This design comes from an exercise in tuning for small area, a short achievable clock period and few clock cycles per item on the open sky130 flow, not from production work. The RTL was checked by simulation tests, not by an equivalence proof against the original design.

== purple ==
Design symcode_dec, start of the top module:
module symcode_dec (
    input  wire         clk,
    input  wire         rst,
    input  wire         in_valid,
    output wire         in_ready,
    input  wire [639:0] in_word,
    input  wire         in_erase,
    input  wire [3:0]   in_erase_dev,
    output wire         out_valid,
    output wire [511:0] out_data,
    output wire [1:0]   out_status,
    output wire [4:0]   out_nerr
);
    localparam integer SYN_M = 10;             
    localparam integer SYN_T = 80 / SYN_M;     
    localparam integer NL    = 13;             
    localparam integer NS    = 16;             
    localparam integer NW    = 12;             
    localparam integer CH    = 8;              
    localparam integer NG    = 80 / CH;        
    function [7:0] gf_mul(input [7:0] a, input [7:0] b);
        integer i;
        reg [7:0] p, aa;
        begin
            p  = 8'd0;
            aa = a;
            for (i = 0; i < 8; i = i + 1) begin
                if (b[i]) p = p ^ aa;
                aa = {aa[6:0], 1'b0} ^ (aa[7] ? 8'h1d : 8'h00);
            end
            gf_mul = p;
        end
    endfunction
  ...
==> flow/config.mk <==
export PLATFORM = sky130hd
export DESIGN_NAME = symcode_dec
export DESIGN_NICKNAME = symcode_dec
export VERILOG_FILES = /design/flow/design.v
export SDC_FILE = /design/flow/constraint.sdc
export NUM_CORES = 8
export LEC_CHECK = 0
export CAP_MARGIN = 30
export CORE_MARGIN = 2
export CORE_UTILIZATION = 60
export PLACE_DENSITY = 0.72
export SLEW_MARGIN = 20
==> flow/constraint.sdc <==
create_clock -name core_clock -period 20.0 [get_ports {clk}]
set_input_delay 4.0000 -clock core_clock [delete_from_list [all_inputs] [get_ports {clk}]]
set_output_delay 4.0000 -clock core_clock [all_outputs]
set_load 0.01 [all_outputs]
standard.sh (not shown) runs the stock make flow with config.mk's settings and CLKGATE_MAP_FILE= SYNTH_SCRIPT=/design/flow/synth_recipe.tcl, a recipe that flattens the netlist after the stock synthesis.
==> flow/flow/run.sh <==
#!/bin/bash
# Layout flow: the standard ORFS flow (standard.sh, unchanged synthesis,
# floorplan, placement, CTS, routing), with two changes to how the layout is
# optimised: timing repair is asked to leave SETUP_SLACK_MARGIN ns of setup
# slack, so that the layout is optimised for a shorter achieved period than
# the 20 ns clock requires, and the buffer that every input and output port
# gets is a sky130_fd_sc_hd__buf_1. The full make output goes to
# flow_make.log in this folder.
set -euo pipefail
bash standard.sh SETUP_SLACK_MARGIN=14 \
    "BUFFER_PORTS_ARGS=-buffer_cell sky130_fd_sc_hd__buf_1" finish > flow_make.log 2>&1
What ended purple was a tool error in 5_1_grt; the run never finished.
Testbench counts of purple, summed over its fixed seeds: cycles 21,460, words 2,400.
For green, these inputs were changed with respect to purple:
Settings: CORE_UTILIZATION: 60 -> 45; PLACE_DENSITY: 0.72 -> 0.6.
## What came out
green finished every stage; the final checks, however, were not passed, the failures being antenna violations.
Comparing green and purple, area after detailed placement is lower on purple.
Taking green over purple, the x dimension of the die ratio works out to 1.15.
green -> purple: number of H-tree levels delta 0, exact match
Diff purple -> green: y dimension of the die went up by 110 um; count of instances resized after the clock tree is built shows an increase of 10%.


Setup of ember:
symcode_dec, a different RTL version from the one above (not shown whole).
Size in the first run: roughly 35,000 cells after synthesis, ~4,100 flip-flops.
Settings: LEC_CHECK=0, CAP_MARGIN=30, CORE_MARGIN=2, CORE_UTILIZATION=45, PLACE_DENSITY=0.6, SLEW_MARGIN=20; clock period 20.0 ns.
==> flow/flow/run.sh <==
#!/bin/bash
# Layout flow: the standard ORFS flow (standard.sh, unchanged synthesis,
# floorplan, placement, CTS, routing), with two changes to how the layout is
# optimised: timing repair is asked to leave SETUP_SLACK_MARGIN ns of setup
# slack, so that the layout is optimised for a shorter achieved period than
# the 20 ns clock requires, and antenna repair after detailed routing may
# take up to 10 rounds instead of 5. The full make output goes to
# flow_make.log in this folder.
set -euo pipefail
bash standard.sh SETUP_SLACK_MARGIN=14 MAX_REPAIR_ANTENNAS_ITER_DRT=10 finish > flow_make.log 2>&1
Testbench counts of ember, summed over its fixed seeds: cycles 21,167, words 2,400.
Setup changes, ember to xenon
==> flow/flow/run.sh <==
#!/bin/bash
# Layout flow: the standard ORFS flow (standard.sh, unchanged synthesis,
# floorplan, placement, CTS, routing), with three changes to how the layout
# is optimised: timing repair is asked to leave SETUP_SLACK_MARGIN ns of
# setup slack, so that the layout is optimised for a shorter achieved period
# than the 20 ns clock requires; the buffer that every input and output port
# gets is a sky130_fd_sc_hd__buf_1; and antenna repair after detailed routing
# may take up to 10 rounds instead of 5. The full make output goes to
# flow_make.log in this folder.
set -euo pipefail
bash standard.sh SETUP_SLACK_MARGIN=14 MAX_REPAIR_ANTENNAS_ITER_DRT=10 \
    "BUFFER_PORTS_ARGS=-buffer_cell sky130_fd_sc_hd__buf_1" finish > flow_make.log 2>&1
--- outcome ---
- Between ember and xenon, post-route worst setup slack is higher for xenon, ember comes in under that.
- From ember to xenon the numbers moved as follows: post-cts gate resize count fell 596, combined area of the multi-input logic cells about even, via count about even.
- Worst-path cell with the longest stage delay: xnor2_1 -> ember, xor3_2 -> xenon
- [compare] base=ember new=xenon: final wirelength has remained practically unchanged, fraction of final layout cells with drive strength greater than 1 has remained practically unchanged.

## separate check: timing with driven ports
In the flow no input, the clock included, has a driving cell. The finished layouts below were timed again as built, in two steps.
Step 1 assumes that a clkbuf_16 drives the clock port and a buf_2 every other input.
Step 2 also shifts input and output timing later by t, the mid clock arrival at the registers, as if the neighbouring blocks saw the same clock.
Three values: ideal, step 1, step 2; two values: the first two.
| run | shift t [ns] | setup slack, ns | worst hold slack (ns) |
|---|---|---|---|
| green | 1.289 | 13.525 / 13.525 / 13.525 | 0.339 / 0.339 / 0.339 |
| ember | 1.279 | 13.504 / 13.504 / 13.502 | 0.345 / 0.345 / 0.345 |
| xenon | 1.265 | 13.801 / 13.791 / 13.801 | 0.322 / 0.322 / 0.322 |
The setup slack of ember, which loses most, moves by 0.000 ns with the drivers and by -0.002 ns with both steps.
